What follows belongs to an exercise in optimizing a design on an open flow for small area, a short achievable clock period and few clock cycles per item; a production flow would make more cautious choices.
Where RTL was checked, it was by simulation tests only, not by an equivalence proof against the original.
Power and IR drop assume default switching activity.

// pwm_minp
module pwm_minp (
    input  wire        clk,
    input  wire        rst,
    input  wire        in_valid,
    output wire        in_ready,
    input  wire [18:0] in_per,
    input  wire [13:0] in_dly_r,
    input  wire [13:0] in_dly_f,
    input  wire [10:0] in_duty_max,
    input  wire        in_clamp,
    input  wire        in_clear,
    input  wire [7:0]  in_ls,
    input  wire [75:0] in_h,
    input  wire [3:0]  in_centre,
    output reg         out_valid,
    output reg  [7:0]  out_ls,
    output reg  [75:0] out_on,
    output reg  [75:0] out_off,
    output reg  [3:0]  out_drop,
    output reg  [3:0]  out_raise
);
export LEC_CHECK = 0
export ABC_AREA = 1
export CAP_MARGIN = 50
export CORE_MARGIN = 2
export CORE_UTILIZATION = 40
export SLEW_MARGIN = 70
create_clock -name core_clock -period 26.0 [get_ports {clk}]
run.sh (not shown) runs the stock make flow with config.mk's settings and CLKGATE_MAP_FILE= SYNTH_SCRIPT=/design/flow/synth_recipe.tcl, a recipe that flattens the netlist after the stock synthesis.
Testbench counts at the start, summed over its fixed seeds: cycles 32,032, items 32,000.
Then changed:
--- a/flow/design.v
+++ b/flow/design.v
@@ -37,59 +37,63 @@
         s0_clamp    <= in_clamp;
         s0_clear    <= in_clear;
         s0_ls       <= in_ls;
         s0_h        <= in_h;
         s0_centre   <= in_centre;
     end
-    wire [28:0] duty_prod = s0_duty_max[9:0] * s0_per;
+    wire [29:0] duty_prod = s0_duty_max * s0_per;
     wire [14:0] thr_h0    = 15'd2000 + s0_dly_r;
     wire [14:0] thr_l0    = 15'd2000 + s0_dly_f;
     wire [18:0] pmt0      = s0_per - thr_l0;
     reg        s1_valid;
     reg [18:0] s1_per, s1_max_h, s1_pmt;
     reg [14:0] s1_thr_h;
-    reg        s1_full, s1_clamp;
+    reg        s1_full, s1_clamp, s1_clear;
     reg [7:0]  s1_ls;
     reg [75:0] s1_h;
     reg [3:0]  s1_centre;
+    reg [3:0]  s1_nz, s1_sh, s1_sl, s1_isper;
+    integer k;
     always @(posedge clk) begin
         s1_valid  <= s0_valid & ~rst;
         s1_per    <= s0_per;
-        s1_max_h  <= duty_prod[28:10] | (s0_duty_max[10] ? s0_per : 19'd0);
+        s1_max_h  <= duty_prod[28:10];
         s1_pmt    <= pmt0;
         s1_thr_h  <= thr_h0;
         s1_full   <= s0_duty_max[10];
         s1_clamp  <= s0_clamp;
+        s1_clear  <= s0_clear;
         s1_ls     <= s0_ls;
         s1_h      <= s0_h;
         s1_centre <= s0_centre;
+        for (k = 0; k < 4; k = k + 1) begin
+            s1_nz[k]    <= |s0_h[19*k +: 19];
+            s1_sh[k]    <= (s0_h[19*k+15 +: 4] == 4'd0) && (s0_h[19*k +: 15] < thr_h0);
+            s1_sl[k]    <= (s0_h[19*k +: 19] > pmt0) && (s0_h[19*k +: 19] != s0_per);
+            s1_isper[k] <= (s0_h[19*k +: 19] == s0_per);
+        end
     end
     reg [18:0] cv [0:3];         
     reg [3:0]  cf_low;           
     reg [18:0] per_c;            
     reg rst_q;
     always @(posedge clk) rst_q <= rst;
     always @(posedge clk)
         if (s1_valid) per_c <= s1_per;
-    wire c_zero = rst_q | (s0_valid & s0_clear);
     reg        s2_valid;
     reg [18:0] s2_per;
     reg [7:0]  s2_ls;
     reg [75:0] s2_h;
     reg [3:0]  s2_centre, s2_drop, s2_raise;
     genvar l;
     generate
         for (l = 0; l < 4; l = l + 1) begin : g_leg
             wire [18:0] h   = s1_h[19*l +: 19];
             wire        sw  = (s1_ls[2*l +: 2] == 2'd0);
-            wire [18:0] v   = cv[l];
-            wire        f   = cf_low[l];
-            wire r_nz    = |h;
-            wire r_sh    = r_nz & (h[18:15] == 4'd0) & (h[14:0] < s1_thr_h);
-            wire r_isper = (h == s1_per);
-            wire r_sl    = (h > s1_pmt) & ~r_isper;
+            wire [18:0] v   = s1_clear ? 19'd0 : cv[l];
+            wire        f   = ~s1_clear & cf_low[l];
             wire [19:0] x0 = {1'b0, h};
             wire [19:0] x1 = {1'b0, v};
             wire [19:0] x2 = f ? {1'b1, ~per_c} : 20'd0;
             wire [19:0] cs_s = x0 ^ x1 ^ x2;
             wire [19:0] cs_c = (x0 & x1) | (x0 & x2) | (x1 & x2);
             wire [19:0] hc;
@@ -97,27 +101,27 @@
             wire neg  = hc[19];
             wire over = ~neg & (hc[18:0] > s1_max_h);
             wire nz_c    = ~neg & (|hc[18:0]);
             wire sh_c    = nz_c & (hc[18:15] == 4'd0) & (hc[14:0] < s1_thr_h);
             wire isper_c = ~neg & (hc[18:0] == s1_per);
             wire sl_c    = ~neg & (hc[18:0] > s1_pmt) & ~isper_c;
-            wire nz    = over ? r_nz    : nz_c;
-            wire sh    = over ? r_sh    : sh_c;
-            wire isper = over ? r_isper : isper_c;
-            wire sl    = over ? r_sl    : sl_c;
+            wire nz    = over ? s1_nz[l]    : nz_c;
+            wire sh    = over ? s1_sh[l] & s1_nz[l] : sh_c;
+            wire isper = over ? s1_isper[l] : isper_c;
+            wire sl    = over ? s1_sl[l]    : sl_c;
             wire cf    = s1_clamp | over;
             wire dropH  = sh & ~cf;
             wire raiseH = sh & cf;
             wire dropL  = sl & ~cf & s1_full;
             wire raiseL = sl & ~(~cf & s1_full);
             wire [18:0] h1 = over ? h : (neg ? 19'd0 : hc[18:0]);
             wire [18:0] h3 = raiseH ? {4'd0, s1_thr_h} : raiseL ? s1_pmt : h1;
             wire isLow  = ~nz | dropH;
             wire isHigh = isper | dropL;
             always @(posedge clk) begin
-                if (c_zero) begin
+                if (rst_q) begin
                     cv[l]     <= 19'd0;
                     cf_low[l] <= 1'b0;
                 end else if (s1_valid) begin
                     cv[l]     <= (sw & (dropH | dropL)) ? hc[18:0] : 19'd0;
                     cf_low[l] <= sw & dropL;
                 end
@@ -162,28 +166,27 @@
     input  wire [W-1:0] a,
     input  wire [W-1:0] b,
     input  wire         ci,
     output wire [W-1:0] s,
     output wire         co
 );
-    localparam LG = (W <= 2) ? 1 : (W <= 4) ? 2 : (W <= 8) ? 3 : (W <= 16) ? 4 : (W <= 32) ? 5 : 6;
     reg [W-1:0] g, p;
     reg [W:0]   c;
     integer i, d;
     wire [W-1:0] p0 = a ^ b;
     wire [W-1:0] g0 = a & b;
     always @* begin
         g = g0;
         p = p0;
         g[0] = g[0] | (p[0] & ci);
-        for (d = 1; d < (1 << LG); d = d * 2)
+        for (d = 1; d < (1 << $clog2(W)); d = d * 2)
             for (i = 2*d - 1; i < W; i = i + 2*d) begin
                 g[i] = g[i] | (p[i] & g[i-d]);
                 p[i] = p[i] & p[i-d];
             end
-        for (d = (1 << (LG - 1)) / 2; d >= 1; d = d / 2)
+        for (d = (1 << ($clog2(W) - 1)) / 2; d >= 1; d = d / 2)
             for (i = 3*d - 1; i < W; i = i + 2*d) begin
                 g[i] = g[i] | (p[i] & g[i-d]);
                 p[i] = p[i] & p[i-d];
             end
         c[0] = ci;
         for (i = 0; i < W; i = i + 1) c[i+1] = g[i];
=> Worst hold slack gains 4.5 ps; critical path depth increases by 35; sequential cell count increases by 17; via count is about the same; first-iteration DRC count decreases by 9.3%.
Function not checked in the second run of this note: the RTL went through the layout flow alone.

* * *

run M:
The RTL this note starts from:
==> flow/design.v <==
module pwm_minp (
    input  wire        clk,
    input  wire        rst,
    input  wire        in_valid,
    output wire        in_ready,
    input  wire [18:0] in_per,
    input  wire [13:0] in_dly_r,
    input  wire [13:0] in_dly_f,
    input  wire [10:0] in_duty_max,
    input  wire        in_clamp,
    input  wire        in_clear,
    input  wire [7:0]  in_ls,
    input  wire [75:0] in_h,
    input  wire [3:0]  in_centre,
    output reg         out_valid,
    output reg  [7:0]  out_ls,
    output reg  [75:0] out_on,
    output reg  [75:0] out_off,
    output reg  [3:0]  out_drop,
    output reg  [3:0]  out_raise
);
    assign in_ready = 1'b1;
    reg        s0_valid;
    reg [18:0] s0_per;
    reg [13:0] s0_dly_r, s0_dly_f;
    reg [10:0] s0_duty_max;
    reg        s0_clamp, s0_clear;
    reg [7:0]  s0_ls;
    reg [75:0] s0_h;
    reg [3:0]  s0_centre;
    always @(posedge clk) begin
        s0_valid    <= in_valid & ~rst;
        s0_per      <= in_per;
        s0_dly_r    <= in_dly_r;
        s0_dly_f    <= in_dly_f;
        s0_duty_max <= in_duty_max;
        s0_clamp    <= in_clamp;
        s0_clear    <= in_clear;
        s0_ls       <= in_ls;
        s0_h        <= in_h;
        s0_centre   <= in_centre;
    end
    wire [28:0] duty_prod = s0_duty_max[9:0] * s0_per;
    wire [14:0] thr_h0    = 15'd2000 + s0_dly_r;
    wire [14:0] thr_l0    = 15'd2000 + s0_dly_f;
    wire [18:0] pmt0      = s0_per - thr_l0;
    reg        s1_valid;
    reg [18:0] s1_per, s1_max_h, s1_pmt;
    reg [14:0] s1_thr_h;
    reg        s1_full, s1_clamp;
    reg [7:0]  s1_ls;
    reg [75:0] s1_h;
    reg [3:0]  s1_centre;
    always @(posedge clk) begin
        s1_valid  <= s0_valid & ~rst;
        s1_per    <= s0_per;
        s1_max_h  <= duty_prod[28:10] | (s0_duty_max[10] ? s0_per : 19'd0);
        s1_pmt    <= pmt0;
        s1_thr_h  <= thr_h0;
        s1_full   <= s0_duty_max[10];
        s1_clamp  <= s0_clamp;
        s1_ls     <= s0_ls;
        s1_h      <= s0_valid ? s0_h : 76'd0;
        s1_centre <= s0_centre;
    end
    reg [18:0] cv [0:3];         
    reg [3:0]  cnz;              
    reg [3:0]  cf_low;           
    reg [18:0] per_c;            
    reg rst_q;
    always @(posedge clk) rst_q <= rst;
    always @(posedge clk)
        if (s1_valid) per_c <= s1_per;
    wire c_zero = rst_q | (s0_valid & s0_clear);
    reg        s2_valid;
    reg [18:0] s2_per;
    reg [7:0]  s2_ls;
    reg [75:0] s2_h;
    reg [3:0]  s2_centre, s2_drop, s2_raise;
    genvar l;
    generate
        for (l = 0; l < 4; l = l + 1) begin : g_leg
            wire [18:0] h   = s1_h[19*l +: 19];
            wire        sw  = (s1_ls[2*l +: 2] == 2'd0);
            wire [18:0] v   = cnz[l] ? cv[l] : 19'd0;
            wire        f   = s1_valid & cf_low[l];
            wire r_nz    = |h;
            wire r_sh    = r_nz & (h[18:15] == 4'd0) & (h[14:0] < s1_thr_h);
            wire r_isper = (h == s1_per);
            wire r_sl    = (h > s1_pmt) & ~r_isper;
            wire [19:0] x0 = {1'b0, h};
            wire [19:0] x1 = {1'b0, v};
            wire [19:0] x2 = f ? {1'b1, ~per_c} : 20'd0;
            wire [19:0] cs_s = x0 ^ x1 ^ x2;
            wire [19:0] cs_c = (x0 & x1) | (x0 & x2) | (x1 & x2);
            wire [19:0] hc;
            add_bk #(20) u_hc (.a(cs_s), .b({cs_c[18:0], f}), .ci(1'b0), .s(hc), .co());
            wire neg  = hc[19];
            wire over = ~neg & (hc[18:0] > s1_max_h);
            wire nz_c    = ~neg & (|hc[18:0]);
            wire sh_c    = nz_c & (hc[18:15] == 4'd0) & (hc[14:0] < s1_thr_h);
            wire isper_c = ~neg & (hc[18:0] == s1_per);
            wire sl_c    = ~neg & (hc[18:0] > s1_pmt) & ~isper_c;
            wire nz    = over ? r_nz    : nz_c;
            wire sh    = over ? r_sh    : sh_c;
            wire isper = over ? r_isper : isper_c;
            wire sl    = over ? r_sl    : sl_c;
            wire cf    = s1_clamp | over;
            wire dropH  = sh & ~cf;
            wire raiseH = sh & cf;
            wire dropL  = sl & ~cf & s1_full;
            wire raiseL = sl & ~(~cf & s1_full);
            wire [18:0] h1 = over ? h : (neg ? 19'd0 : hc[18:0]);
            wire [18:0] h3 = raiseH ? {4'd0, s1_thr_h} : raiseL ? s1_pmt : h1;
            wire isLow  = ~nz | dropH;
            wire isHigh = isper | dropL;
            always @(posedge clk) begin
                if (c_zero) begin
                    cnz[l]    <= 1'b0;
                    cf_low[l] <= 1'b0;
                end else if (s1_valid) begin
                    cnz[l]    <= sw & (dropH | dropL);
                    cf_low[l] <= sw & dropL;
                end
                cv[l] <= hc[18:0];
            end
            always @(posedge clk) begin
                s2_h[19*l +: 19] <= h3;
                s2_ls[2*l +: 2]  <= ~sw ? s1_ls[2*l +: 2] : isLow ? 2'd1 : isHigh ? 2'd2 : 2'd0;
                s2_drop[l]       <= sw & (dropH | dropL);
                s2_raise[l]      <= sw & (raiseH | raiseL);
            end
        end
    endgenerate
    always @(posedge clk) begin
        s2_valid  <= s1_valid & ~rst;
        s2_per    <= s1_per;
        s2_centre <= s1_centre;
    end
    wire [19:0] per1 = {1'b0, s2_per} + 20'd1;
    generate
        for (l = 0; l < 4; l = l + 1) begin : g_place
            wire [18:0] h3  = s2_h[19*l +: 19];
            wire [1:0]  ls  = s2_ls[2*l +: 2];
            wire [19:0] a   = s2_centre[l] ? per1 : {s2_per, 1'b0};
            wire [19:0] b   = s2_centre[l] ? per1 : 20'd0;
            wire [19:0] son, sof;
            add_bk #(20) u_on  (.a(a), .b({1'b1, ~h3}), .ci(1'b1), .s(son), .co());
            add_bk #(20) u_off (.a(b), .b({1'b0, h3}),  .ci(1'b0), .s(sof), .co());
            always @(posedge clk) begin
                out_ls[2*l +: 2]    <= ls;
                out_on[19*l +: 19]  <= (ls == 2'd0) ? son[19:1] : 19'd0;
                out_off[19*l +: 19] <= (ls == 2'd0) ? sof[19:1] : (ls == 2'd2) ? s2_per : 19'd0;
            end
        end
    endgenerate
    always @(posedge clk) begin
        out_valid <= s2_valid & ~rst;
        out_drop  <= s2_drop;
        out_raise <= s2_raise;
    end
endmodule
module add_bk #(parameter W = 20) (
    input  wire [W-1:0] a,
    input  wire [W-1:0] b,
    input  wire         ci,
    output wire [W-1:0] s,
    output wire         co
);
    localparam LG = (W <= 2) ? 1 : (W <= 4) ? 2 : (W <= 8) ? 3 : (W <= 16) ? 4 : (W <= 32) ? 5 : 6;
    reg [W-1:0] g, p;
    reg [W:0]   c;
    integer i, d;
    wire [W-1:0] p0 = a ^ b;
    wire [W-1:0] g0 = a & b;
    always @* begin
        g = g0;
        p = p0;
        g[0] = g[0] | (p[0] & ci);
        for (d = 1; d < (1 << LG); d = d * 2)
            for (i = 2*d - 1; i < W; i = i + 2*d) begin
                g[i] = g[i] | (p[i] & g[i-d]);
                p[i] = p[i] & p[i-d];
            end
        for (d = (1 << (LG - 1)) / 2; d >= 1; d = d / 2)
            for (i = 3*d - 1; i < W; i = i + 2*d) begin
                g[i] = g[i] | (p[i] & g[i-d]);
                p[i] = p[i] & p[i-d];
            end
        c[0] = ci;
        for (i = 0; i < W; i = i + 1) c[i+1] = g[i];
    end
    assign s  = p0 ^ c[W-1:0];
    assign co = c[W];
endmodule
==> flow/config.mk <==
export PLATFORM = sky130hd
export DESIGN_NAME = pwm_minp
export DESIGN_NICKNAME = pwm_minp
export VERILOG_FILES = /design/flow/design.v
export SDC_FILE = /design/flow/constraint.sdc
export NUM_CORES = 4
export LEC_CHECK = 0
export ABC_AREA = 1
export CAP_MARGIN = 50
export CORE_MARGIN = 2
export CORE_UTILIZATION = 40
export SLEW_MARGIN = 70
==> flow/constraint.sdc <==
create_clock -name core_clock -period 26.0 [get_ports {clk}]
set_input_delay 5.2000 -clock core_clock [delete_from_list [all_inputs] [get_ports {clk}]]
set_output_delay 5.2000 -clock core_clock [all_outputs]
set_load 0.01 [all_outputs]
standard.sh (not shown) runs the stock make flow with config.mk's settings and CLKGATE_MAP_FILE= SYNTH_SCRIPT=/design/flow/synth_recipe.tcl, a recipe that flattens the netlist after the stock synthesis.
==> flow/flow/run.sh <==
#!/bin/bash
# The standard layout, with every port buffered by a buf_2 instead of the
# buffer_ports default.
set -euo pipefail
export BUFFER_PORTS_ARGS="-buffer_cell sky130_fd_sc_hd__buf_2"
bash standard.sh > standard.log 2>&1
Edits applied to the flow inputs when going from run M to run G:
--- a/flow/design.v
+++ b/flow/design.v
@@ -58,15 +58,14 @@
         s1_pmt    <= pmt0;
         s1_thr_h  <= thr_h0;
         s1_full   <= s0_duty_max[10];
         s1_clamp  <= s0_clamp;
         s1_ls     <= s0_ls;
-        s1_h      <= s0_valid ? s0_h : 76'd0;
+        s1_h      <= s0_h;
         s1_centre <= s0_centre;
     end
     reg [18:0] cv [0:3];         
-    reg [3:0]  cnz;              
     reg [3:0]  cf_low;           
     reg [18:0] per_c;            
     reg rst_q;
     always @(posedge clk) rst_q <= rst;
     always @(posedge clk)
@@ -80,12 +79,12 @@
     genvar l;
     generate
         for (l = 0; l < 4; l = l + 1) begin : g_leg
             wire [18:0] h   = s1_h[19*l +: 19];
             wire        sw  = (s1_ls[2*l +: 2] == 2'd0);
-            wire [18:0] v   = cnz[l] ? cv[l] : 19'd0;
-            wire        f   = s1_valid & cf_low[l];
+            wire [18:0] v   = cv[l];
+            wire        f   = cf_low[l];
             wire r_nz    = |h;
             wire r_sh    = r_nz & (h[18:15] == 4'd0) & (h[14:0] < s1_thr_h);
             wire r_isper = (h == s1_per);
             wire r_sl    = (h > s1_pmt) & ~r_isper;
             wire [19:0] x0 = {1'b0, h};
@@ -114,17 +113,16 @@
             wire [18:0] h3 = raiseH ? {4'd0, s1_thr_h} : raiseL ? s1_pmt : h1;
             wire isLow  = ~nz | dropH;
             wire isHigh = isper | dropL;
             always @(posedge clk) begin
                 if (c_zero) begin
-                    cnz[l]    <= 1'b0;
+                    cv[l]     <= 19'd0;
                     cf_low[l] <= 1'b0;
                 end else if (s1_valid) begin
-                    cnz[l]    <= sw & (dropH | dropL);
+                    cv[l]     <= (sw & (dropH | dropL)) ? hc[18:0] : 19'd0;
                     cf_low[l] <= sw & dropL;
                 end
-                cv[l] <= hc[18:0];
             end
             always @(posedge clk) begin
                 s2_h[19*l +: 19] <= h3;
                 s2_ls[2*l +: 2]  <= ~sw ? s1_ls[2*l +: 2] : isLow ? 2'd1 : isHigh ? 2'd2 : 2'd0;
                 s2_drop[l]       <= sw & (dropH | dropL);
--- outcome ---
The flow did not stop early for run G: all stages ran, and the layout cleared the timing, DRC and antenna checks. Run M ran to completion and came out clean on the timing, DRC and antenna checks. In the tables for run G and run M, combinational power reads higher with run G. Looking only at area of combinational cells with multiple inputs, and setting everything else aside, the lower value of run G and run M goes to run G. Share of total power in combinational logic is lower on run M. Vertical die dimension of run G falls short of that of run M slightly. Of the two candidates, run M has the worse synthesized cell area and run G the better one. Compared run G against run M; multi-input combinational area share within noise. Sink count of the clock tree (run G over run M): decrease, 0.57%. Cmp run G vs run M: internal cell power higher in run G. Per the comparison of run G with run M, routed length per instance higher; synthesis-to-layout area growth picked up an extra 0.39 points. Global-route usage on run G is up relative to run M.
Testbench counts of run G, summed over its fixed seeds: cycles 32,032, items 32,000.
No functional check of the RTL was part of run M.

re-timing with driven ports:
No port has a modelled driver above. Below, the same layouts with a new extraction and two added sets of constraints. Step 1: set_driving_cell puts a clkbuf_16 on clk and a buf_2 on each other input, an assumption about the parent block. Step 2, shift: input delay + t, output delay - t, t = (earliest + latest rising clock arrival at the registers) / 2. This alone moves slack from input paths to output paths. Slacks: ideal / step 1 / step 2; pairs: ideal / step 1.
run | t (ns) | setup slack, ns | worst hold slack (ns) | slew at the worst register clock pin (ns)
the first run of note 1 | 0.795 | 19.022 / 18.945 / 19.161 | 0.319 / 0.319 / 0.319 | 0.07 / 0.07
the second run of note 1 | 0.802 | 18.745 / 18.745 / 18.745 | 0.324 / 0.324 / 0.324 | 0.07 / 0.07
run M | 0.797 | 18.590 / 18.590 / 18.590 | 0.322 / 0.322 / 0.322 | 0.07 / 0.07
run G | 0.810 | 19.327 / 19.327 / 19.327 | 0.322 / 0.322 / 0.322 | 0.07 / 0.07
After both steps every run listed still meets setup and hold.
